From an optimization exercise on the open Yosys and OpenROAD flow, aimed at small area and a short achievable clock period; shortcuts taken in it are not production practice. Where RTL was checked, it was by simulation tests only, not by an equivalence proof against the original. For runs 1 to 3, only the layout was checked, not whether the RTL still works. Power and IR drop assume default switching activity.

$ cat config.mk
export PLATFORM = sky130hd
export DESIGN_NAME = ae3240_ic
export DESIGN_NICKNAME = ae3240_ic
export VERILOG_FILES = /design/flow/design.v
export SDC_FILE = /design/flow/constraint.sdc
export NUM_CORES = 8
export LEC_CHECK = 0
export CAP_MARGIN = 20
export CORE_MARGIN = 2
export CORE_UTILIZATION = 25
export PLACE_DENSITY = 0.4
export SLEW_MARGIN = 20
$ cat constraint.sdc
create_clock -name core_clock -period 17.0 [get_ports {clk}]
set_input_delay 3.4000 -clock core_clock [delete_from_list [all_inputs] [get_ports {clk}]]
set_output_delay 3.4000 -clock core_clock [all_outputs]
set_load 0.01 [all_outputs]
$ cat design.v
module ae3240_ic (
    input  wire        clk,
    input  wire        rst,           
    input  wire [63:0] src_line,      
    input  wire        tick_us,       
    input  wire [4:0]  core_wfi,      
    input  wire [4:0]  core_entry,    
    input  wire        bus_en,
    input  wire        bus_we,
    input  wire [15:0] bus_addr,      
    input  wire [31:0] bus_wdata,
    output reg  [31:0] bus_rdata,
    output reg  [4:0]  irq,
    output reg  [4:0]  stk_fault
);
    localparam NSRC  = 64;
    localparam NCORE = 5;
    genvar s, c, k;
    wire        wr = bus_en & bus_we;
    wire        rd = bus_en & ~bus_we;
    wire [3:0]  page = bus_addr[15:12];
    wire [9:0]  widx = bus_addr[11:2];
    wire        sel_src   = (page == 4'h0) && (widx[9:6] == 4'd0);
    wire        sel_pend  = (page == 4'h1) && (widx[9:1] == 9'd0);
    wire        sel_en    = (page == 4'h2) && (widx[9:1] == 9'd0);
    wire        sel_line  = (page == 4'h2) && (widx[9:1] == 9'd4);
    wire        hi_word   = widx[0];
    wire [5:0]  src_idx   = widx[5:0];
    wire [4:0]  sel_pg;                       
    generate for (c = 0; c < NCORE; c = c + 1) begin : g_pg
        assign sel_pg[c] = (page == 4 + c);
    end endgenerate
    wire        sel_core  = |sel_pg;
    wire        o_thresh  = (widx == 10'h000);
    wire        o_lvl     = (widx == 10'h001);
    wire        o_cpl     = (widx == 10'h002);
    wire        o_stk0    = (widx == 10'h003);
    wire        o_stk1    = (widx == 10'h004);
    wire        o_cnt     = (widx == 10'h007);
    wire [31:0] wd = rst ? 32'd0 : bus_wdata;
    reg  [63:0] pend;
    reg  [63:0] en;
    reg  [63:0] line_q;
    wire [4*NSRC-1:0]  prio_v;
    wire [3*NSRC-1:0]  tgt_v;
    wire [8*NSRC-1:0]  mod_v;
    wire [63:1]        rdy;
    wire [63:1]        base = pend[63:1] & en[63:1];
    generate for (s = 0; s < NSRC; s = s + 1) begin : g_src
        reg [3:0]  prio;
        reg [2:0]  target;
        reg [7:0]  modv;
        wire we = rst | (wr & sel_src & (src_idx == s));
        always @(posedge clk)
            if (we) begin
                modv   <= wd[15:8];
                target <= wd[6:4];
            end
        if (s != 0) begin : g_p
            always @(posedge clk)
                if (we) prio <= wd[3:0];
            assign prio_v[4*s +: 4] = prio;
        end else begin : g_p0
            assign prio_v[4*s +: 4] = 4'd0;     
        end
        assign tgt_v[3*s +: 3]  = target;
        assign mod_v[8*s +: 8]  = modv;
        if (s != 0) begin : g_age
            reg [10:0] age;
            always @(posedge clk)
                if (!pend[s])
                    age <= 11'd0;
                else if (tick_us && age != 11'h7FF)
                    age <= age + 11'd1;
            assign rdy[s] = (modv == 8'd0) || (age > {modv, 3'b000});
        end
    end endgenerate
    wire [63:0] edges = src_line & ~line_q;
    always @(posedge clk) begin
        if (rst) begin
            line_q <= 64'd0;
            pend   <= 64'd0;
        end else begin
            line_q <= src_line;
            pend[31:1]  <= ((wr && sel_pend && !hi_word) ? bus_wdata[31:1] : pend[31:1]) | edges[31:1];
            pend[63:32] <= ((wr && sel_pend &&  hi_word) ? bus_wdata : pend[63:32]) | edges[63:32];
            pend[0] <= 1'b0;
        end
        if (rst || (wr && sel_en && !hi_word)) en[31:0]  <= wd;
        if (rst || (wr && sel_en &&  hi_word)) en[63:32] <= wd;
    end
    wire [15:1] lvl_oh;
    generate for (k = 1; k < 16; k = k + 1) begin : g_lvl
        assign lvl_oh[k] = (bus_wdata[3:0] == k);
    end endgenerate
    wire [15*NCORE-1:0] lvset_v;
    wire [4*NCORE-1:0]  thresh_v, entlvl_v;
    wire [NCORE-1:0]    nullf_v;
    wire [32*NCORE-1:0] cnt_v;
    generate for (c = 0; c < NCORE; c = c + 1) begin : g_core
        reg  [3:0]  thresh;
        reg  [15:1] lvset;
        reg  [3:0]  entlvl;
        reg         nullf;
        reg  [15:0] stkerr;
        reg  [15:0] nullent;
        wire [63:1] cand;
        wire [63:1] c3, c2, c1, c0;
        wire [3:0]  best;
        for (s = 1; s < NSRC; s = s + 1) begin : g_cand
            assign cand[s] = base[s] & (tgt_v[3*s +: 3] == c) & (rdy[s] | core_wfi[c]);
            assign c3[s] = cand[s];
            assign c2[s] = c3[s] & (prio_v[4*s+3] | ~best[3]);
            assign c1[s] = c2[s] & (prio_v[4*s+2] | ~best[2]);
            assign c0[s] = c1[s] & (prio_v[4*s+1] | ~best[1]);
        end
        wire [63:1] p3, p2, p1, p0;
        for (s = 1; s < NSRC; s = s + 1) begin : g_pb
            assign p3[s] = prio_v[4*s+3];
            assign p2[s] = prio_v[4*s+2];
            assign p1[s] = prio_v[4*s+1];
            assign p0[s] = prio_v[4*s+0];
        end
        assign best[3] = |(c3 & p3);
        assign best[2] = |(c2 & p2);
        assign best[1] = |(c1 & p1);
        assign best[0] = |(c0 & p0);
        reg [3:0] curlvl;
        integer b;
        always @* begin
            curlvl = 4'd0;
            for (b = 1; b < 16; b = b + 1)
                if (lvset[b]) curlvl = b;
        end
        wire any = (best > thresh) && (best > curlvl);
        wire [15:1] best_oh;
        for (k = 1; k < 16; k = k + 1) begin : g_boh
            assign best_oh[k] = (best == k);
        end
        wire cpl    = wr & sel_pg[c] & o_cpl & ~core_entry[c];
        wire cpl_ok = (lvset != 15'd0) && (bus_wdata[3:0] == curlvl);
        always @(posedge clk) begin
            if (rst) begin
                irq[c]       <= 1'b0;
                stk_fault[c] <= 1'b0;
                lvset        <= 15'd0;
                entlvl       <= 4'd0;
                nullf        <= 1'b0;
            end else begin
                irq[c]       <= any;
                stk_fault[c] <= cpl & ~cpl_ok;
                if (core_entry[c]) begin
                    if (any) begin
                        lvset  <= lvset | best_oh;
                        entlvl <= best;
                        nullf  <= 1'b0;
                    end else
                        nullf  <= 1'b1;
                end else if (cpl && cpl_ok)
                    lvset <= lvset & ~lvl_oh;
            end
            if (rst || (wr && sel_pg[c] && o_thresh))
                thresh <= wd[3:0];
            if (rst || (wr && sel_pg[c] && o_cnt)) begin
                stkerr  <= wd[31:16];
                nullent <= wd[15:0];
            end else begin
                if (core_entry[c] && !any)
                    nullent <= nullent + 16'd1;
                if (cpl && !cpl_ok)
                    stkerr <= stkerr + 16'd1;
            end
        end
        assign lvset_v[15*c +: 15] = lvset;
        assign thresh_v[4*c +: 4]  = thresh;
        assign entlvl_v[4*c +: 4]  = entlvl;
        assign nullf_v[c]          = nullf;
        assign cnt_v[32*c +: 32]   = {stkerr, nullent};
    end endgenerate
    reg  [15:1] rset;
    reg  [3:0]  rthr, rent;
    reg         rnull, rwfi;
    reg  [31:0] rcnt;
    integer i;
    always @* begin
        rset = 15'd0; rthr = 4'd0; rent = 4'd0; rnull = 1'b0; rwfi = 1'b0; rcnt = 32'd0;
        for (i = 0; i < NCORE; i = i + 1)
            if (sel_pg[i]) begin
                rset  = rset  | lvset_v[15*i +: 15];
                rthr  = rthr  | thresh_v[4*i +: 4];
                rent  = rent  | entlvl_v[4*i +: 4];
                rnull = rnull | nullf_v[i];
                rwfi  = rwfi  | core_wfi[i];
                rcnt  = rcnt  | cnt_v[32*i +: 32];
            end
    end
    wire [16*16-1:0] ge;
    assign ge[15:0] = 16'b1;
    generate for (k = 1; k < 16; k = k + 1) begin : g_ge
        assign ge[16*k +: 16] = ge[16*(k-1) +: 16] | ({16{rset[k]}} & {ge[16*(k-1) +: 15], 1'b0});
    end endgenerate
    wire [15:0] rge = ge[16*15 +: 16];        
    reg  [3:0]  pos [1:14];
    reg  [3:0]  rdepth, rcur;
    integer j, bb;
    always @* begin
        for (j = 1; j < 15; j = j + 1) begin
            pos[j] = 4'd0;
            for (bb = j; bb < 16; bb = bb + 1)
                if (rset[bb] && ge[16*(bb-1)+j-1] && !ge[16*(bb-1)+j]) pos[j] = pos[j] | bb;
        end
        rdepth = 4'd0;
        for (j = 1; j < 16; j = j + 1)
            if (rge[j]) rdepth = j;
        rcur = 4'd0;
        for (j = 1; j < 16; j = j + 1)
            if (rset[j]) rcur = j;
    end
    reg  [31:0] rstk0, rstk1;
    always @* begin
        rstk0 = 32'd0;
        rstk1 = 32'd0;
        for (j = 1; j < 8; j = j + 1)
            if (rge[j+1]) rstk0[4*j +: 4] = pos[j];
        for (j = 0; j < 7; j = j + 1)
            if (rge[j+9]) rstk1[4*j +: 4] = pos[j+8];
    end
    reg  [31:0] rdata_next;
    always @* begin
        rdata_next = 32'd0;
        if (sel_src)
            rdata_next = {16'd0, mod_v[8*src_idx +: 8], 1'b0, tgt_v[3*src_idx +: 3], prio_v[4*src_idx +: 4]};
        else if (sel_pend) rdata_next = hi_word ? pend[63:32] : pend[31:0];
        else if (sel_en)   rdata_next = hi_word ? en[63:32]   : en[31:0];
        else if (sel_line) rdata_next = hi_word ? src_line[63:32] : src_line[31:0];
        else if (sel_core) begin
            if (o_thresh)    rdata_next = {28'd0, rthr};
            else if (o_lvl)  rdata_next = {15'd0, rnull, rent, 3'd0, rwfi, rdepth, rcur};
            else if (o_stk0) rdata_next = rstk0;
            else if (o_stk1) rdata_next = rstk1;
            else if (o_cnt)  rdata_next = rcnt;
        end
    end
    always @(posedge clk) begin
        if (rst)
            bus_rdata <= 32'd0;
        else if (rd)
            bus_rdata <= rdata_next;
    end
endmodule
$ cat run.sh
#!/bin/bash
# synth_recipe.tcl (not shown) runs the flow's synth.tcl, then flattens the netlist and writes it again
# the make line also repeats each setting of config.mk as NAME=value (left out here)
make -C /OpenROAD-flow-scripts/flow DESIGN_CONFIG=/design/flow/config.mk WORK_HOME=/design/flow/orfs CLKGATE_MAP_FILE= SYNTH_SCRIPT=/design/flow/synth_recipe.tcl finish
==> impl_metrics.sql, run 1 <==
INSERT INTO impl_metrics (metric_group, metric, value, unit) VALUES
('yosys', 'ys_dominant_reg_cell', 'edfxtp_1', ''),
('place', 'port_buffers', '166', ''),
('sta', 'final_max_slew_viol_count', '18', ''),
('yosys', 'synthTopCellsByArea', 'edfxtp_1 25%, dfxtp_1 13%, ha_1 6.0%, mux4_2 5.1%, nand2_1 3.2%', ''),
('finish', 'fraction_of_final_layout_cells_with_drive_strength_greater_than_1', '15.6', '%'),
('sta', 'final_period_demand_of_the_worst_path', '14.51', 'ns'),
('drt', 'route.detailed.vias_per_inst', '6.77', ''),
('sta', 'clock.fmax', '68.9', 'MHz'),
('setup_path', 'path_class', 'input pin to flop', ''),
('yosys', 'netlist_area', '143000', 'um^2'),
('status', 'run_status', 'finished with violations', ''),
('setup_path', 'critPathMostFrequentCell', 'buf_4', ''),
('clocking', 'cts_buffer_depth', '4', ''),
('drt', 'post_route_ant_nets', '0', ''),
('clocking', 'cts_repair_resize_count', '0', ''),
('floorplanning', 'core_region_area', '569000', 'um^2'),
('global_route', 'grt_pass1_vias', '142000', ''),
('setup_path', 'crit_path_max_incr_delay', '1.04', 'ns'),
('drt', 'route.detailed.wl_per_inst', '61.8', 'um'),
('setup_path', 'crit_path_top_delay_cell', 'a41o_1', ''),
('finish', 'design.final.nets', '17200', ''),
('setup_path', 'worst_path_bufs_invs', '15', ''),
('place', 'place.gp.congestion', '1.30', ''),
('clocking', 'cts.clk_slew.worst_paths', '0.06', 'ns'),
('sta', 'relative_max_transition_margin', '-25.8', '%'),
('setup_path', 'crit_path_end_kind', 'flop', ''),
('yosys', 'async_reset_ff_share', '0', '%'),
('yosys', 'synthCells', '15500', ''),
('global_route', 'grt_usage', '51.9', '%'),
('sta', 'setup_violations', '0', ''),
('clocking', 'clock_insertion_delay_worst_skew', '1.07', 'ns'),
('drt', 'drt-initial-drc-count', '30900', ''),
('sta', 'timing.hold.ws', '0.451', 'ns'),
('yosys', 'average_size_of_a_mapped_cell', '9.20', 'um^2'),
('setup_path', 'critical_path_arrival', '15.48', 'ns'),
('yosys', 'syn-num-nets', '16300', ''),
('floorplanning', 'std_cell_rows', '277', ''),
('floorplanning', 'ioPinCount', '169', ''),
('global_route', 'grt_antenna_before_repair', '580', ''),
('sta', 'period_share', '85.4', '%'),
('clocking', 'cts_made_buffers', '289', ''),
('clocking', 'clk_root_buffer_cell', 'clkbuf_16', ''),
('pwr', 'peakVddDrop', '0.0803', 'mV'),
('clocking', 'clkSinkCount', '2161', ''),
('global_route', 'total_grt_overflow', '0', ''),
('clocking', 'cts_hold_buf', '0', ''),
('finish', 'area_delta_synth_final', '23.2', '%'),
('global_route', 'grt_first_pass_wirelength', '1880', 'mm'),
('setup_path', 'worstPathMaxFanout', '31', ''),
('clocking', 'htreeDepth', '5', ''),
('floorplanning', 'dieArea', '577000', 'um^2'),
('yosys', 'synth_top_cell_area_share', '25.3', '%'),
('yosys', 'yosysSeqAreaShare', '38.7', '%'),
('pwr', 'total_leakage_power', '0.0635', 'uW'),
('sta', 'aggregate_negative_setup_slack', '0', 'ns'),
('flow_run', 'maxCapViolCount', '6', ''),
('status', 'violated_layout_checks', 'capacitance limit, slew limit', ''),
('drt', 'drt-total-wl', '1540', 'mm'),
('yosys', 'flops_latches_synth', '2161', ''),
('place', 'placed_cell_area', '163000', 'um^2'),
('finish', 'postLayoutCellArea', '176000', 'um^2'),
('pwr', 'totalPowerFinal', '17100', 'uW'),
('drt', 'drt_first_pass_iters', '10', ''),
('floorplanning', 'fp.dieW', '759', 'um'),
('clocking', 'post_cts.repair.setup_buffers', '0', ''),
('sta', 'timing.final.hold_violations', '0', ''),
('setup_path', 'cp_data_required_time', '17.97', 'ns'),
('min_path', 'worstHoldPathType', 'flop to flop', ''),
('drt', 'detail_route.drc_violations', '0', ''),
('yosys', 'top_post_synthesis_cells_by_count', '1226 x nand2_1, 1204 x nor2_1, 1200 x edfxtp_1', ''),
('setup_path', 'path_delay_family', 'buffers and inverters', '');
-- cell families after synthesis --
logic type / share of synthesized area [%]
XOR/XNOR: 3.54
adder cells (fa/ha/maj): 6.00
AO/OA/AOI/OAI: 21.3
flip-flops: 38.7
multiplexers: 5.93
AND/OR/NAND/NOR: 19.5
buffers and inverters: 4.96
-- worst reg2reg max path: cells and delay by family (launching register included) --
family	cells	cell delay, ns
AO/OA/AOI/OAI	9	3.60
AND/OR/NAND/NOR	16	6.16
buffers and inverters	4	1.49
adder cells (fa/ha/maj)	1	0.26
flip-flops	1	1.11
-- cell type report --
| class | instances | area (um^2) |
|---|---|---|
| Antenna cell | 803 | 2010 |
| Sequential cell | 2161 | 55300 |
| Timing Repair Buffer | 1484 | 12500 |
| Fill cell | 59800 | 393000 |
| Tap cell | 7533 | 9430 |
| Clock inverter | 134 | 1470 |
| Clock buffer | 401 | 8050 |
| Inverter | 990 | 3740 |
| Multi-Input combinational cell | 11500 | 83300 |
-- through the flow --
stage	worst slack (ns)	util, %	instances
after floorplan	7.07	-	15500
after global placement	2.43	28.6	23600
after detailed placement	2.53	28.6	23600
after CTS	3.53	30.3	24100
after global routing	2.76	30.7	24600
final	2.49	30.9	25000
-- metal layers --
metal  vias up  share of wire, %  GRT usage, %
met5         -              0.38          10.4
met4       173                11          47.4
met3      4956                14          30.7
met2     15400                38          65.9
met1     86700                37          58.8
li1      61900                 -             -
-- final timing paths --
kind                                     from                 end  slack, ns  cells after the start
worst max-delay path              core_wfi[0]  g_core[0].lvset[8]       2.49                     42
worst min register to register  bus_rdata[19]       bus_rdata[19]       0.45                      2
worst max register to register         en[22]  g_core[2].lvset[6]       4.24                     30
worst min-delay path            bus_rdata[19]       bus_rdata[19]       0.45                      2
-- sequential cells by signal (all words and copies together) (netlist names) --
name / cells
line_q: 63
g_src.g_age.age: 693
pend: 63
g_core.entlvl: 20
irq: 5
g_src.modv: 512
en: 64
g_core.stkerr: 80
g_core.nullent: 80
g_core.lvset: 75
bus_rdata: 32
stk_fault: 5
g_core.thresh: 20
g_core.nullf: 5
g_src.prio: 252
g_src.target: 192
-- power by group --
group	internal, uW	switching (uW)	leakage [uW]
Clock	3550	2740	0.00462
Combinational	874	3680	0.0394
Sequential	5880	394	0.0195
-- cell usage in the layout, fill, tap and decap left out, types with 258 or more instances in the layout --
cell type and count:
xnor2_1 374, clkbuf_16 299, o211ai_1 258, nand2_1 1208, dfxtp_1 961, inv_1 957
buf_4 1238, and2_1 369, o21ai_0 581, a21oi_1 752, edfxtp_1 1200, mux4_2 324
nor2b_1 327, nand3_1 546, nand4_1 384, a211oi_1 267, a22oi_1 265, diode_2 803
nor2_1 1166, ha_1 680
==> run 2, diff against run 1 <==
--- a/design.v
+++ b/design.v
@@ -49,11 +49,11 @@
     generate for (s = 0; s < NSRC; s = s + 1) begin : g_src
         reg [3:0]  prio;
         reg [2:0]  target;
-        reg [7:0]  modv;
+        reg [7:0]  nmod;                      
         wire we = rst | (wr & sel_src & (src_idx == s));
         always @(posedge clk)
             if (we) begin
-                modv   <= wd[15:8];
+                nmod   <= ~wd[15:8];
                 target <= wd[6:4];
             end
         if (s != 0) begin : g_p
@@ -64,15 +64,22 @@
             assign prio_v[4*s +: 4] = 4'd0;     
         end
         assign tgt_v[3*s +: 3]  = target;
-        assign mod_v[8*s +: 8]  = modv;
+        assign mod_v[8*s +: 8]  = ~nmod;
         if (s != 0) begin : g_age
-            reg [10:0] age;
+            reg  [10:0] age;
+            wire [11:0] t;                        
+            assign t[0] = tick_us & ~(&age);
+            for (k = 0; k < 11; k = k + 1) begin : g_inc
+                assign t[k+1] = t[k] & age[k];
+            end
             always @(posedge clk)
-                if (!pend[s])
-                    age <= 11'd0;
-                else if (tick_us && age != 11'h7FF)
-                    age <= age + 11'd1;
-            assign rdy[s] = (modv == 8'd0) || (age > {modv, 3'b000});
+                age <= {11{pend[s]}} & (age ^ t[10:0]);
+            wire [8:0] cy;
+            assign cy[0] = (|age[2:0]) | (&nmod);
+            for (k = 0; k < 8; k = k + 1) begin : g_cmp
+                assign cy[k+1] = (age[3+k] & nmod[k]) | (age[3+k] & cy[k]) | (nmod[k] & cy[k]);
+            end
+            assign rdy[s] = cy[8];
         end
     end endgenerate
     wire [63:0] edges = src_line & ~line_q;
@@ -104,27 +111,26 @@
         reg         nullf;
         reg  [15:0] stkerr;
         reg  [15:0] nullent;
-        wire [63:1] cand;
-        wire [63:1] c3, c2, c1, c0;
-        wire [3:0]  best;
+        wire [63:1] t3, t2, t1, u3, u2, u1;
+        wire        T3, T2, T1, U3, U2, U1;
         for (s = 1; s < NSRC; s = s + 1) begin : g_cand
-            assign cand[s] = base[s] & (tgt_v[3*s +: 3] == c) & (rdy[s] | core_wfi[c]);
-            assign c3[s] = cand[s];
-            assign c2[s] = c3[s] & (prio_v[4*s+3] | ~best[3]);
-            assign c1[s] = c2[s] & (prio_v[4*s+2] | ~best[2]);
-            assign c0[s] = c1[s] & (prio_v[4*s+1] | ~best[1]);
-        end
-        wire [63:1] p3, p2, p1, p0;
-        for (s = 1; s < NSRC; s = s + 1) begin : g_pb
-            assign p3[s] = prio_v[4*s+3];
-            assign p2[s] = prio_v[4*s+2];
-            assign p1[s] = prio_v[4*s+1];
-            assign p0[s] = prio_v[4*s+0];
-        end
-        assign best[3] = |(c3 & p3);
-        assign best[2] = |(c2 & p2);
-        assign best[1] = |(c1 & p1);
-        assign best[0] = |(c0 & p0);
+            wire [3:0] p  = prio_v[4*s +: 4];
+            wire       e  = base[s] & (tgt_v[3*s +: 3] == c) & (rdy[s] | core_wfi[c]);
+            assign t3[s] = e & p[3] & p[2];
+            assign t2[s] = e & p[3];
+            assign t1[s] = e & (p[3] | p[2]);
+            wire       e2 = e & (~T3 | (p[3] & p[2])) & (~T2 | p[3]) & (~T1 | p[3] | p[2]);
+            assign u3[s] = e2 & p[1] & p[0];
+            assign u2[s] = e2 & p[1];
+            assign u1[s] = e2 & (p[1] | p[0]);
+        end
+        assign T3 = |t3;
+        assign T2 = |t2;
+        assign T1 = |t1;
+        assign U3 = |u3;
+        assign U2 = |u2;
+        assign U1 = |u1;
+        wire [3:0]  best = {T2, T3 | (T1 & ~T2), U2, U3 | (U1 & ~U2)};
         reg [3:0] curlvl;
         integer b;
         always @* begin
--- a/config.mk
+++ b/config.mk
@@ -7,6 +7,6 @@
 export LEC_CHECK = 0
 export CAP_MARGIN = 20
 export CORE_MARGIN = 2
-export CORE_UTILIZATION = 25
-export PLACE_DENSITY = 0.4
+export CORE_UTILIZATION = 55
+export PLACE_DENSITY = 0.7
 export SLEW_MARGIN = 20
==> impl_metrics.sql, run 2 <==
INSERT INTO impl_metrics (metric_group, metric, value, unit) VALUES
('floorplanning', 'die_h', '494', 'um'),
('clocking', 'cts_made_buffers', '218', ''),
('yosys', 'yosysTopAreaCell', 'edfxtp_1', ''),
('place', 'hpwlAfterDp', '659', 'mm'),
('floorplanning', 'ioPinCount', '169', ''),
('yosys', 'synthCells', '13500', ''),
('status', 'run_status', 'did not finish', ''),
('yosys', 'netlist_area', '132000', 'um^2'),
('global_route', 'grt_pass1_vias', '150000', ''),
('yosys', 'async_reset_ff_share', '0', '%'),
('place', 'place.gp.congestion', '1.56', ''),
('global_route', 'grt_first_pass_wirelength', '1340', 'mm'),
('yosys', 'synth.most_common_cell', 'edfxtp_1', ''),
('yosys', 'ys.warnings.count', '2', ''),
('floorplanning', 'fp.dieW', '494', 'um'),
('global_route', 'total_grt_overflow', '240', ''),
('yosys', 'top_post_synthesis_cells_by_count', '1200 x edfxtp_1, 1106 x nor2_1, 964 x nand2_1', ''),
('yosys', 'count_of_different_cell_masters_after_synthesis', '129', ''),
('yosys', 'synth_top_cell_area_share', '27.3', '%'),
('clocking', 'cts_hold_buf', '0', ''),
('yosys', 'flops_latches_synth', '2161', ''),
('floorplanning', 'std_cell_rows', '179', ''),
('global_route', 'grt_usage', '78.2', '%'),
('yosys', 'synthTopCellsByArea', 'edfxtp_1 27%, dfxtp_1 15%, ha_1 6.4%, mux4_2 5.4%, and2_1 3.6%', ''),
('clocking', 'cts_repair_resize_count', '0', ''),
('clocking', 'htreeDepth', '4', ''),
('clocking', 'clkSinkCount', '2161', ''),
('yosys', 'syn-num-nets', '14300', ''),
('clocking', 'clk_root_buffer_cell', 'clkbuf_16', ''),
('status', 'failing_step', 'global routing (5_1_grt)', ''),
('floorplanning', 'floorplan.initialDensity', '55.4', '%'),
('yosys', 'synth_enable_flop_cells', '1200', ''),
('place', 'port_buffers', '166', ''),
('yosys', 'yosysSeqAreaShare', '41.8', '%'),
('place', 'placed_cell_area', '140000', 'um^2'),
('place', 'post-place-ws', '3.85', 'ns'),
('global_route', 'grt_start_max_net_pins', '111', ''),
('clocking', 'cts_buffer_depth', '3', ''),
('status', 'firstError', '[ERROR GRT-0116] Global routing finished with congestion. Check the congestion regions in the DRC Viewer.', ''),
('yosys', 'ys_dominant_reg_cell', 'edfxtp_1', ''),
('yosys', 'average_size_of_a_mapped_cell', '9.79', 'um^2'),
('clocking', 'post_cts.repair.setup_buffers', '0', '');
## run 2: cell count changes after synthesis, sizes merged, moves of 210 or more
cell	change
inv	-740
o22ai	+509
and2	+379
nor4	+432
xnor2	-286
nor2b	-210
nand2	-262
a21oi	-366
## run 2: kinds of logic after synthesis
logic type | Yosys count | share of synthesized area [%]
mux | 437 | 6.32
simple gates | 5160 | 20.3
compound gates | 3841 | 20.5
fa+ha+maj | 685 | 6.48
buf+inv | 1003 | 3.07
flops | 2161 | 41.8
xor+xnor | 220 | 1.46
## run 2: routing by layer
layer  overflow  global-route usage [%]
met1         19                    80.6
met4         97                    69.8
met2         98                    89.9
met5          2                    47.4
met3         24                    68.2
## run 2: worst max-delay path by stage
stage	from	end	cells after the start	slack, ns
4_1_cts	core_wfi[3]	g_core[3].lvset[9]	26	4.62
3_5_place_dp	core_wfi[3]	g_core[3].lvset[10]	26	3.85
3_3_place_gp	core_wfi[3]	g_core[3].lvset[10]	26	3.85
2_1_floorplan	bus_addr[2]	en[32]	11	7.45
## run 2: stage by stage
step	power (uW)	hold WS [ns]	cells
2_1_floorplan	7530	0.433	13500
3_3_place_gp	8880	0.440	16600
3_5_place_dp	8940	0.443	16600
4_1_cts	13900	0.452	17000
## run 2: power groups by stage
stage | logic [uW] | clock network (uW) | registers (uW)
after floorplan | 1330 | 0 | 6200
after global placement | 2490 | 0 | 6390
after detailed placement | 2520 | 0 | 6410
after CTS | 2540 | 5050 | 6310
==> run 3, diff against run 2 <==
--- a/design.v
+++ b/design.v
@@ -15,7 +15,7 @@
 );
     localparam NSRC  = 64;
     localparam NCORE = 5;
-    genvar s, c, k;
+    genvar s, c, k, g, n;
     wire        wr = bus_en & bus_we;
     wire        rd = bus_en & ~bus_we;
     wire [3:0]  page = bus_addr[15:12];
@@ -111,25 +111,47 @@
         reg         nullf;
         reg  [15:0] stkerr;
         reg  [15:0] nullent;
-        wire [63:1] t3, t2, t1, u3, u2, u1;
-        wire        T3, T2, T1, U3, U2, U1;
-        for (s = 1; s < NSRC; s = s + 1) begin : g_cand
-            wire [3:0] p  = prio_v[4*s +: 4];
-            wire       e  = base[s] & (tgt_v[3*s +: 3] == c) & (rdy[s] | core_wfi[c]);
-            assign t3[s] = e & p[3] & p[2];
-            assign t2[s] = e & p[3];
-            assign t1[s] = e & (p[3] | p[2]);
-            wire       e2 = e & (~T3 | (p[3] & p[2])) & (~T2 | p[3]) & (~T1 | p[3] | p[2]);
-            assign u3[s] = e2 & p[1] & p[0];
-            assign u2[s] = e2 & p[1];
-            assign u1[s] = e2 & (p[1] | p[0]);
-        end
-        assign T3 = |t3;
-        assign T2 = |t2;
-        assign T1 = |t1;
-        assign U3 = |u3;
-        assign U2 = |u2;
-        assign U1 = |u1;
+        wire [7:0]  gT3, gT2, gT1, gU3, gU2, gU1;
+        for (g = 0; g < 8; g = g + 1) begin : g_grp
+            wire [7:0] t3, t2, t1, u3, u2, u1;
+            wire       lT3, lT2, lT1;
+            for (n = 0; n < 8; n = n + 1) begin : g_cand
+                if (8*g + n == 0) begin : g_s0
+                    assign t3[n] = 1'b0;
+                    assign t2[n] = 1'b0;
+                    assign t1[n] = 1'b0;
+                    assign u3[n] = 1'b0;
+                    assign u2[n] = 1'b0;
+                    assign u1[n] = 1'b0;
+                end else begin : g_sn
+                    wire [3:0] p  = prio_v[4*(8*g+n) +: 4];
+                    wire       e  = base[8*g+n] & (tgt_v[3*(8*g+n) +: 3] == c) & (rdy[8*g+n] | core_wfi[c]);
+                    assign t3[n] = e & p[3] & p[2];
+                    assign t2[n] = e & p[3];
+                    assign t1[n] = e & (p[3] | p[2]);
+                    wire       e2 = e & (~lT3 | (p[3] & p[2])) & (~lT2 | p[3]) & (~lT1 | p[3] | p[2]);
+                    assign u3[n] = e2 & p[1] & p[0];
+                    assign u2[n] = e2 & p[1];
+                    assign u1[n] = e2 & (p[1] | p[0]);
+                end
+            end
+            assign lT3 = |t3;
+            assign lT2 = |t2;
+            assign lT1 = |t1;
+            assign gT3[g] = lT3;
+            assign gT2[g] = lT2;
+            assign gT1[g] = lT1;
+            assign gU3[g] = |u3;
+            assign gU2[g] = |u2;
+            assign gU1[g] = |u1;
+        end
+        wire        T3 = |gT3;
+        wire        T2 = |gT2;
+        wire        T1 = |gT1;
+        wire [7:0]  gm = (~{8{T3}} | gT3) & (~{8{T2}} | gT2) & (~{8{T1}} | gT1);
+        wire        U3 = |(gm & gU3);
+        wire        U2 = |(gm & gU2);
+        wire        U1 = |(gm & gU1);
         wire [3:0]  best = {T2, T3 | (T1 & ~T2), U2, U3 | (U1 & ~U2)};
         reg [3:0] curlvl;
         integer b;
@@ -138,10 +160,15 @@
             for (b = 1; b < 16; b = b + 1)
                 if (lvset[b]) curlvl = b;
         end
-        wire any = (best > thresh) && (best > curlvl);
+        wire [3:0]  lv   = (thresh > curlvl) ? thresh : curlvl;
+        wire [4:0]  tth  = {1'b0, T3, T2, T1, 1'b1};
+        wire [4:0]  uth  = {1'b0, U3, U2, U1, 1'b1};
+        wire [3:0]  hi_oh = tth[3:0] & ~tth[4:1];
+        wire [3:0]  lo_oh = uth[3:0] & ~uth[4:1];
+        wire        any  = tth[lv[3:2] + 1] | (hi_oh[lv[3:2]] & uth[lv[1:0] + 1]);
         wire [15:1] best_oh;
         for (k = 1; k < 16; k = k + 1) begin : g_boh
-            assign best_oh[k] = (best == k);
+            assign best_oh[k] = hi_oh[k >> 2] & lo_oh[k & 3];
         end
         wire cpl    = wr & sel_pg[c] & o_cpl & ~core_entry[c];
         wire cpl_ok = (lvset != 15'd0) && (bus_wdata[3:0] == curlvl);
==> flow/run.sh (new file) <==
#!/bin/bash
set -euo pipefail
MARGIN=10
R=orfs/results/${FLOW_PLATFORM:-sky130hd}/ae3240_ic/base
YOSYS=$(command -v yosys || echo "$FLOW_HOME/../tools/install/yosys/bin/yosys")

bash standard.sh synth > synth.log 2>&1
cp "$R/1_2_yosys.v" std_synth.v

regs() { grep -oE '^\s*sky130_fd_sc_hd__(s?e?df|dl)[a-z0-9_]* +\S+' "$1" | sed -E 's/_[0-9]+ +/ /; s/^\s*//' | sort; }
if REMAP_IN=std_synth.v REMAP_OUT=remap_synth.v \
   REMAP_LIB="$FLOW_HOME/platforms/sky130hd/lib/sky130_fd_sc_hd__tt_025C_1v80.lib" \
   "$YOSYS" -c flow/remap.tcl > remap.log 2>&1 \
   && [ -s remap_synth.v ] && cmp -s <(regs std_synth.v) <(regs remap_synth.v); then
  echo "remap: registers match, using the remapped netlist" >> remap.log
  cp remap_synth.v "$R/1_2_yosys.v"
  rm -f "$R/1_synth.odb" "$R/1_synth.sdc"
else
  echo "remap: not used" >> remap.log
fi

bash standard.sh SETUP_SLACK_MARGIN=$MARGIN finish > layout.log 2>&1
==> flow/remap.tcl (new file) <==
# Map the combinational logic of the standard netlist again, for area.
# Register cells are kept as instances (keep_hierarchy), so their names and
# types stay those of the standard synthesis.
yosys -import
set lib $::env(REMAP_LIB)
read_liberty -ignore_miss_func -ignore_miss_dir $lib
set regs [list]
foreach m [split [string trim [tee -q -s result.string select -list-mod =sky130_fd_sc_hd__*df* =sky130_fd_sc_hd__*dl*]] "\n"] { lappend regs $m }
foreach m $regs { setattr -mod -set keep_hierarchy 1 $m }
read_verilog $::env(REMAP_IN)
hierarchy -top ae3240_ic
flatten
opt -purge
techmap
opt -fast
abc -liberty $lib -dont_use sky130_fd_sc_hd__lpflow_bleeder_1 -dont_use sky130_fd_sc_hd__lpflow_clkbufkapwr_1 -dont_use sky130_fd_sc_hd__lpflow_clkbufkapwr_16 -dont_use sky130_fd_sc_hd__lpflow_clkbufkapwr_2 -dont_use sky130_fd_sc_hd__lpflow_clkbufkapwr_4 -dont_use sky130_fd_sc_hd__lpflow_clkbufkapwr_8 -dont_use sky130_fd_sc_hd__lpflow_clkinvkapwr_1 -dont_use sky130_fd_sc_hd__lpflow_clkinvkapwr_16 -dont_use sky130_fd_sc_hd__lpflow_clkinvkapwr_2 -dont_use sky130_fd_sc_hd__lpflow_clkinvkapwr_4 -dont_use sky130_fd_sc_hd__lpflow_clkinvkapwr_8 -dont_use sky130_fd_sc_hd__lpflow_decapkapwr_12 -dont_use sky130_fd_sc_hd__lpflow_decapkapwr_3 -dont_use sky130_fd_sc_hd__lpflow_decapkapwr_4 -dont_use sky130_fd_sc_hd__lpflow_decapkapwr_6 -dont_use sky130_fd_sc_hd__lpflow_decapkapwr_8 -dont_use sky130_fd_sc_hd__lpflow_inputiso0n_1 -dont_use sky130_fd_sc_hd__lpflow_inputiso0p_1 -dont_use sky130_fd_sc_hd__lpflow_inputiso1n_1 -dont_use sky130_fd_sc_hd__lpflow_inputiso1p_1 -dont_use sky130_fd_sc_hd__lpflow_inputisolatch_1 -dont_use sky130_fd_sc_hd__lpflow_isobufsrc_1 -dont_use sky130_fd_sc_hd__lpflow_isobufsrc_16 -dont_use sky130_fd_sc_hd__lpflow_isobufsrc_2 -dont_use sky130_fd_sc_hd__lpflow_isobufsrc_4 -dont_use sky130_fd_sc_hd__lpflow_isobufsrc_8 -dont_use sky130_fd_sc_hd__lpflow_isobufsrckapwr_16 -dont_use sky130_fd_sc_hd__lpflow_lsbuf_lh_hl_isowell_tap_1 -dont_use sky130_fd_sc_hd__lpflow_lsbuf_lh_hl_isowell_tap_2 -dont_use sky130_fd_sc_hd__lpflow_lsbuf_lh_hl_isowell_tap_4 -dont_use sky130_fd_sc_hd__lpflow_lsbuf_lh_isowell_4 -dont_use sky130_fd_sc_hd__lpflow_lsbuf_lh_isowell_tap_1 -dont_use sky130_fd_sc_hd__lpflow_lsbuf_lh_isowell_tap_2 -dont_use sky130_fd_sc_hd__lpflow_lsbuf_lh_isowell_tap_4 -dont_use sky130_fd_sc_hd__probe_p_8 -dont_use sky130_fd_sc_hd__probec_p_8 
opt_clean -purge
hilomap -singleton -hicell sky130_fd_sc_hd__conb_1 HI -locell sky130_fd_sc_hd__conb_1 LO
stat -liberty $lib
select ae3240_ic
write_verilog -noattr -noexpr -nohex -nodec -selected $::env(REMAP_OUT)
==> standard.sh (new file) <==
#!/bin/bash
# synth_recipe.tcl (not shown) runs the flow's synth.tcl, then flattens the netlist and writes it again
# the make line also repeats each setting of config.mk as NAME=value (left out here)
make -C /OpenROAD-flow-scripts/flow DESIGN_CONFIG=/design/flow/config.mk WORK_HOME=/design/flow/orfs CLKGATE_MAP_FILE= SYNTH_SCRIPT=/design/flow/synth_recipe.tcl "${@:-finish}"
==> config.mk (replaced) <==
export PLATFORM = sky130hd
export DESIGN_NAME = ae3240_ic
export DESIGN_NICKNAME = ae3240_ic
export VERILOG_FILES = /design/flow/design.v
export SDC_FILE = /design/flow/constraint.sdc
export NUM_CORES = 8
export LEC_CHECK = 0
export CAP_MARGIN = 35
export CORE_MARGIN = 2
export CORE_UTILIZATION = 30
export PLACE_DENSITY = 0.45
export SETUP_SLACK_MARGIN = 5
export SLEW_MARGIN = 35
export TNS_END_PERCENT = 0
removed: run.sh
==> impl_metrics.sql, run 3 <==
INSERT INTO impl_metrics (metric_group, metric, value, unit) VALUES
('status', 'run_status', 'no timing/DRC/antenna violations', ''),
('finish', 'area_delta_synth_final', '22.5', '%'),
('setup_path', 'path_class', 'input pin to flop', ''),
('yosys', 'ys.warnings.count', '2', ''),
('setup_path', 'critPathMostFrequentCell', 'a21oi_1', ''),
('clocking', 'cts_made_buffers', '275', ''),
('clocking', 'clk_root_buffer_cell', 'clkbuf_16', ''),
('place', 'hpwlAfterDp', '625', 'mm'),
('floorplanning', 'die_h', '655', 'um'),
('place', 'place.gp.congestion', '1.07', ''),
('global_route', 'groute.layer.met3.usage', '9.18', '%'),
('yosys', 'synthCells', '14100', ''),
('clocking', 'clkSinkCount', '2161', ''),
('floorplanning', 'floorplan.initialDensity', '30.1', '%'),
('clocking', 'cts_buffer_depth', '4', ''),
('finish', 'commonest_cells_after_routing_fill_and_taps_aside', '1257 x nor2_1, 1200 x edfxtp_1, 1196 x nand2_1', ''),
('global_route', 'grt_first_pass_wirelength', '1100', 'mm'),
('floorplanning', 'dieArea', '429000', 'um^2'),
('sta', 'setup_violations', '0', ''),
('finish', 'top_regs', 'g_src.g_age.age: 693 flops, g_src.nmod: 512 flops, g_src.prio: 252 flops', ''),
('setup_path', 'crit_path_top_delay_cell', 'a21oi_1', ''),
('sta', 'timing.final.hold_violations', '0', ''),
('floorplanning', 'std_cell_rows', '239', ''),
('place', 'port_buffers', '166', ''),
('finish', 'final_cell_count_no_fill', '21300', ''),
('global_route', 'grt_pass1_vias', '128000', ''),
('global_route', 'grt_usage', '36.7', '%'),
('yosys', 'netlist_area', '127000', 'um^2'),
('yosys', 'syn-num-nets', '14300', ''),
('global_route', 'grt_start_max_net_pins', '89', ''),
('drt', 'drt-total-wl', '822', 'mm'),
('place', 'place.detailed.instances', '20500', ''),
('global_route', 'grt_antenna_before_repair', '93', ''),
('finish', 'largest_register', 'g_src.g_age.age', ''),
('drt', 'drt-initial-drc-count', '19800', ''),
('pwr', 'powerDensity', '98.0', 'nW/um^2'),
('finish', 'max_reg_flops', '693', ''),
('finish', 'design.final.nets', '15500', ''),
('finish', 'fraction_of_final_layout_cells_with_drive_strength_greater_than_1', '11.4', '%'),
('drt', 'vias', '140000', ''),
('global_route', 'total_grt_overflow', '0', ''),
('clocking', 'tritoncts_clock_tree', 'built', ''),
('setup_path', 'worst_path_bufs_invs', '6', ''),
('sta', 'worst_clock_skew', '0.0883', 'ns'),
('finish', 'layout_commonest_cell', 'nor2_1', ''),
('clocking', 'cts.clk_slew.worst_paths', '0.06', 'ns'),
('setup_path', 'critical_path_arrival', '9.25', 'ns'),
('setup_path', 'path_delay_family', 'compound AO/OA/AOI/OAI gates', ''),
('drt', 'route.detailed.vias_per_inst', '6.58', ''),
('global_route', 'gr-usage-met1', '49.2', '%'),
('yosys', 'average_size_of_a_mapped_cell', '8.99', 'um^2'),
('clocking', 'htreeDepth', '5', ''),
('setup_path', 'crit_path_start_kind', 'input pin', ''),
('sta', 'aggregate_negative_setup_slack', '0', 'ns'),
('setup_path', 'crit_path_end_kind', 'flop', ''),
('sta', 'timing_worst_slew_pin_value', '1.11', 'ns'),
('drt', 'route.detailed.wl_per_inst', '38.6', 'um'),
('pwr', 'peakVddDrop', '0.0861', 'mV'),
('floorplanning', 'fp.dieW', '655', 'um'),
('pwr', 'total_leakage_power', '0.0522', 'uW'),
('setup_path', 'crit_path_max_incr_delay', '0.81', 'ns'),
('sta', 'period_share', '49.2', '%'),
('clocking', 'cts_hold_buf', '0', ''),
('flow_run', 'maxCapViolCount', '0', ''),
('sta', 'relative_max_transition_margin', '25.6', '%'),
('setup_path', 'worstPathMaxFanout', '83', ''),
('sta', 'final_period_demand_of_the_worst_path', '8.37', 'ns'),
('setup_path', 'cp_data_required_time', '17.89', 'ns'),
('drt', 'detail_route.drc_violations', '0', ''),
('global_route', 'groute.layer.met2.usage', '52.4', '%'),
('drt', 'drt_first_pass_iters', '10', ''),
('setup_path', 'cp_cell_sequence', 'buf_8 > buf_12 > nor2_4 > buf_4 > buf_4 > buf_12 > a221oi_1 > a21oi_1 > a21oi_1 > o22ai_1 > a21oi_1 > o21ai_0 > a21oi_1 > o21ai_1 > buf_6 > o221a_1', ''),
('drt', 'post_route_ant_nets', '0', ''),
('sta', 'clock.fmax', '119', 'MHz'),
('clocking', 'clock_insertion_delay_worst_skew', '1.05', 'ns'),
('sta', 'grt_setup_unrepaired', 'yes', ''),
('floorplanning', 'core_region_area', '423000', 'um^2'),
('global_route', 'most_used_layer_global_route', 'met2', ''),
('min_path', 'worstHoldPathType', 'flop to flop', ''),
('sta', 'final_max_slew_viol_count', '0', ''),
('floorplanning', 'ioPinCount', '169', '');
run 3: cell type report:
class                   count  area, um^2
diodes                     55         138
clock buffers             381        7710
clock inverters           122        1430
fillers                 43600      267000
inverters                 462        1850
multi-input cells       11500       73800
flip-flops and latches   2161       55300
well taps                5663        7090
repair buffers            925        8380
run 3: what timing repair did:
item	4_1_cts	5_1_grt
endpoints found under the hold margin	0	0
pin swaps	97	72
gates resized for setup	480	128
buffers inserted	120	40
endpoints found under the setup margin	364	278
gates cloned	12	5
run 3: stage by stage:
stage	instance area, um^2	hold slack (ns)	worst slack, ns	util (%)	total power [uW]
5_1_grt	156000	0.489	8.92	36.8	15600
2_1_floorplan	127000	0.425	8.12	-	7360
3_5_place_dp	142000	0.456	5.35	33.6	8920
4_1_cts	154000	0.469	9.10	36.5	15200
3_3_place_gp	141000	0.441	4.96	33.4	8910
6_report	156000	0.470	8.63	36.8	15300
run 3: per-layer routing:
layer	share of wire [%]	vias to the layer above	wire [um]
met5	0.031	-	251
met4	7.5	36	61900
met3	10	1689	85800
met2	41	8010	334000
met1	41	70400	339000
li1	-	60000	-
run 3: final timing paths:
path | start | to | slack [ns] | depth (start not counted)
setup / recovery | bus_addr[3] | bus_rdata[6] | 8.63 | 16
hold / removal | g_core[4].entlvl[2] | g_core[4].entlvl[2] | 0.47 | 2
setup reg to reg | g_src[53].nmod[0] | g_core[2].entlvl[0] | 9.44 | 24
hold reg to reg | g_core[4].entlvl[2] | g_core[4].entlvl[2] | 0.47 | 2
run 3: where the power goes:
part,leakage (uW),total (uW),switching (uW),internal (uW)
registers,0.0196,6450,534,5910
clock network,0.00447,6080,2550,3530
logic,0.0281,2730,1940,794
total,0.0522,15300,5020,10200
run 3: worst register-to-register path, cell delays in order, from the launching register on:
cell	delay [ns]
edfxtp_1	0.45
a2111oi_0	0.48
nor2_1	0.13
a221oi_1	0.66
o21ai_0	0.45
o2111a_2	0.42
a32oi_2	0.19
nand4_1	0.21
a221oi_4	0.28
buf_6	0.25
nand4_1	0.41
nor4_4	0.50
nand4_1	0.23
buf_8	0.21
a222oi_1	0.41
buf_4	0.23
o31ai_4	0.18
o211ai_1	0.17
buf_4	0.20
nor3b_4	0.07
o32ai_4	0.47
a21oi_4	0.16
a21oi_4	0.26
nor3b_4	0.35
o31a_1	0.18
==> run 4, diff against run 3 <==
--- a/design.v
+++ b/design.v
@@ -111,6 +111,9 @@
         reg         nullf;
         reg  [15:0] stkerr;
         reg  [15:0] nullent;
+        reg         ninc, sinc;
+        wire [15:0] nullent_v = nullent + {15'd0, ninc};
+        wire [15:0] stkerr_v  = stkerr + {15'd0, sinc};
         wire [7:0]  gT3, gT2, gT1, gU3, gU2, gU1;
         for (g = 0; g < 8; g = g + 1) begin : g_grp
             wire [7:0] t3, t2, t1, u3, u2, u1;
@@ -148,10 +151,14 @@
         wire        T3 = |gT3;
         wire        T2 = |gT2;
         wire        T1 = |gT1;
-        wire [7:0]  gm = (~{8{T3}} | gT3) & (~{8{T2}} | gT2) & (~{8{T1}} | gT1);
-        wire        U3 = |(gm & gU3);
-        wire        U2 = |(gm & gU2);
-        wire        U1 = |(gm & gU1);
+        wire [7:0]  gh3 = gT3, gh2 = gT2 & ~gT3, gh1 = gT1 & ~gT2, gh0 = ~gT1;
+        wire [3:0]  hi_oh = {T3, T2 & ~T3, T1 & ~T2, ~T1};
+        wire [3:0]  V1 = {|(gh3 & gU1), |(gh2 & gU1), |(gh1 & gU1), |(gh0 & gU1)};
+        wire [3:0]  V2 = {|(gh3 & gU2), |(gh2 & gU2), |(gh1 & gU2), |(gh0 & gU2)};
+        wire [3:0]  V3 = {|(gh3 & gU3), |(gh2 & gU3), |(gh1 & gU3), |(gh0 & gU3)};
+        wire        U3 = |(hi_oh & V3);
+        wire        U2 = |(hi_oh & V2);
+        wire        U1 = |(hi_oh & V1);
         wire [3:0]  best = {T2, T3 | (T1 & ~T2), U2, U3 | (U1 & ~U2)};
         reg [3:0] curlvl;
         integer b;
@@ -161,11 +168,16 @@
                 if (lvset[b]) curlvl = b;
         end
         wire [3:0]  lv   = (thresh > curlvl) ? thresh : curlvl;
-        wire [4:0]  tth  = {1'b0, T3, T2, T1, 1'b1};
         wire [4:0]  uth  = {1'b0, U3, U2, U1, 1'b1};
-        wire [3:0]  hi_oh = tth[3:0] & ~tth[4:1];
         wire [3:0]  lo_oh = uth[3:0] & ~uth[4:1];
-        wire        any  = tth[lv[3:2] + 1] | (hi_oh[lv[3:2]] & uth[lv[1:0] + 1]);
+        wire [3:0]  vgt  = (lv[1:0] == 2'd0) ? V1 : (lv[1:0] == 2'd1) ? V2 :
+                           (lv[1:0] == 2'd2) ? V3 : 4'd0;
+        wire [3:0]  qgt, qeq;
+        for (k = 0; k < 4; k = k + 1) begin : g_q
+            assign qgt[k] = (k > lv[3:2]);
+            assign qeq[k] = (k == lv[3:2]);
+        end
+        wire        any  = |(hi_oh & (qgt | (qeq & vgt)));
         wire [15:1] best_oh;
         for (k = 1; k < 16; k = k + 1) begin : g_boh
             assign best_oh[k] = hi_oh[k >> 2] & lo_oh[k & 3];
@@ -197,18 +209,20 @@
             if (rst || (wr && sel_pg[c] && o_cnt)) begin
                 stkerr  <= wd[31:16];
                 nullent <= wd[15:0];
+                ninc    <= 1'b0;
+                sinc    <= 1'b0;
             end else begin
-                if (core_entry[c] && !any)
-                    nullent <= nullent + 16'd1;
-                if (cpl && !cpl_ok)
-                    stkerr <= stkerr + 16'd1;
+                nullent <= nullent_v;
+                stkerr  <= stkerr_v;
+                ninc    <= core_entry[c] & ~any;
+                sinc    <= cpl & ~cpl_ok;
             end
         end
         assign lvset_v[15*c +: 15] = lvset;
         assign thresh_v[4*c +: 4]  = thresh;
         assign entlvl_v[4*c +: 4]  = entlvl;
         assign nullf_v[c]          = nullf;
-        assign cnt_v[32*c +: 32]   = {stkerr, nullent};
+        assign cnt_v[32*c +: 32]   = {stkerr_v, nullent_v};
     end endgenerate
     reg  [15:1] rset;
     reg  [3:0]  rthr, rent;
==> impl_metrics.sql, run 4 <==
INSERT INTO impl_metrics (metric_group, metric, value, unit) VALUES
('global_route', 'grt_start_max_net_pins', '133', ''),
('status', 'run_status', 'no timing/DRC/antenna violations', ''),
('setup_path', 'crit_path_end_kind', 'flop', ''),
('setup_path', 'regToRegEndpoint', 'g_core[1].lvset[14]', ''),
('finish', 'fraction_of_final_layout_cells_with_drive_strength_greater_than_1', '15.8', '%'),
('clocking', 'clkSinkCount', '2171', ''),
('global_route', 'grt_pass1_vias', '130000', ''),
('finish', 'final.fill_count', '42500', ''),
('finish', 'commonest_cells_after_routing_fill_and_taps_aside', '1359 x nor2_1, 1120 x dfxtp_1, 1056 x o21ai_0', ''),
('floorplanning', 'ioPinCount', '169', ''),
('clocking', 'cts_made_buffers', '279', ''),
('sta', 'timing_worst_slew_pin_value', '1.09', 'ns'),
('sta', 'worst_clock_skew', '0.0633', 'ns'),
('finish', 'sequential_standard_cell_area', '53900', 'um^2'),
('pwr', 'power.switching_fraction', '32.2', '%'),
('finish', 'area_delta_synth_final', '27.7', '%'),
('yosys', 'ys.warnings.count', '2', ''),
('pwr', 'pwr-share-comb', '16.1', '%'),
('sta', 'grt_setup_unrepaired', 'yes', ''),
('setup_path', 'cp_data_required_time', '17.90', 'ns'),
('pwr', 'total_leakage_power', '0.0541', 'uW'),
('sta', 'finalWorstSetupSlack', '9.48', 'ns'),
('global_route', 'grt_antenna_before_repair', '64', ''),
('min_path', 'hold_path.startpoint', 'line_q[6]', ''),
('sta', 'relative_max_transition_margin', '27.3', '%'),
('drt', 'drt_first_pass_iters', '9', ''),
('setup_path', 'endpoint', 'bus_rdata[4]', ''),
('pwr', 'netSwitchingPower', '4750', 'uW'),
('floorplanning', 'floorplan.initialDensity', '30.1', '%'),
('setup_path', 'cp-startpoint', 'bus_addr[2]', ''),
('clocking', 'clock_insertion_delay_worst_skew', '0.98', 'ns'),
('pwr', 'share_clk_of_total_power', '41.4', '%'),
('pwr', 'powerDensity', '92.0', 'nW/um^2'),
('finish', 'max_reg_flops', '693', '');
-- run 4: worst min path at each step --
stage	end	cells past startpoint	slack, ns
floorplan	g_core[3].entlvl[3]	2	0.43
global placement	pend[30]	3	0.46
detailed placement	pend[22]	3	0.46
CTS	pend[6]	3	0.44
global route	bus_rdata[26]	2	0.48
finish	pend[6]	3	0.45
-- run 4: timing repair --
| action | in CTS | in global routing |
|---|---|---|
| resized for setup | 1141 | 268 |
| gates cloned | 33 | 8 |
| setup buffers | 324 | 95 |
| endpoints found under the setup margin | 142 | 142 |
| pin swaps | 257 | 157 |
| hold endpoints to repair | 0 | 0 |
-- run 4: metal layers --
metal | GRT usage [%] | vias to the layer above | wire length, um | share of wire (%)
li1 | - | 60600 | - | -
met4 | 25.6 | 18 | 71300 | 8.9
met2 | 53.3 | 7868 | 334000 | 42
met1 | 45.6 | 69700 | 318000 | 40
met3 | 8.23 | 1923 | 74800 | 9.4
met5 | 0 | - | 131 | 0.016
-- run 4: cell type report --
cell class                 instances  area share, %
multi-input combinational      11500           48.3
sequential                      2171           33.6
timing repair buffer            1170           6.81
clock buffer                     370           4.78
tap                             5497           4.29
inverter                         449           1.13
clock inverter                   142           1.02
antenna                           33         0.0515
-- run 4: through the flow --
stage / power (uW) / instances / utilization, %
after floorplan: 7020 / 14100 / -
after global placement: 8380 / 20300 / 33.4
after detailed placement: 8370 / 20300 / 33.6
after CTS: 14700 / 21200 / 37.9
after global routing: 15100 / 21300 / 38.5
final: 14800 / 21300 / 38.5
-- run 4: power by group through the flow --
stage	clock network (uW)	registers (uW)	logic [uW]
final	6110	6270	2370
after global routing	6400	6290	2410
after CTS	6200	6250	2230
after detailed placement	0	6350	2010
after global placement	0	6360	2010
after floorplan	0	6150	867
-- run 4: critical path, delay by kind of cell --
family                 cells  cell delay, ns
AO/OA/AOI/OAI              5            1.79
buffers and inverters      4            1.67
AND/OR/NAND/NOR            3            1.37

## port drivers added, routing unchanged
How much do the figures lean on ideal ports? The routed layouts below were timed once more, with nothing changed but the port constraints.
Step 1 (the two cells are an assumption about what drives the block):
set clk [get_ports {clk}]
set_driving_cell -lib_cell sky130_fd_sc_hd__clkbuf_16 $clk
set_driving_cell -lib_cell sky130_fd_sc_hd__buf_2 [delete_from_list [all_inputs] $clk]
Step 2 times the ports against the registers' clock, not the clock port: input delays grow and output delays shrink by t, the midpoint of the rising clock arrivals with the driver on.
Three values: ideal, step 1, step 2; two values: the first two.
run | t (ns) | slack for setup (ns) | worst register clock-pin slew, ns
run 1 | 1.176 | 2.487 / 2.616 / 1.440 | 0.08 / 0.08
run 3 | 1.106 | 8.631 / 8.660 / 7.554 | 0.07 / 0.07
run 4 | 1.069 | 9.483 / 9.294 / 8.225 | 0.07 / 0.07
The setup slack of run 4, which loses most, moves by -0.189 ns with the drivers and by -1.258 ns with both steps.
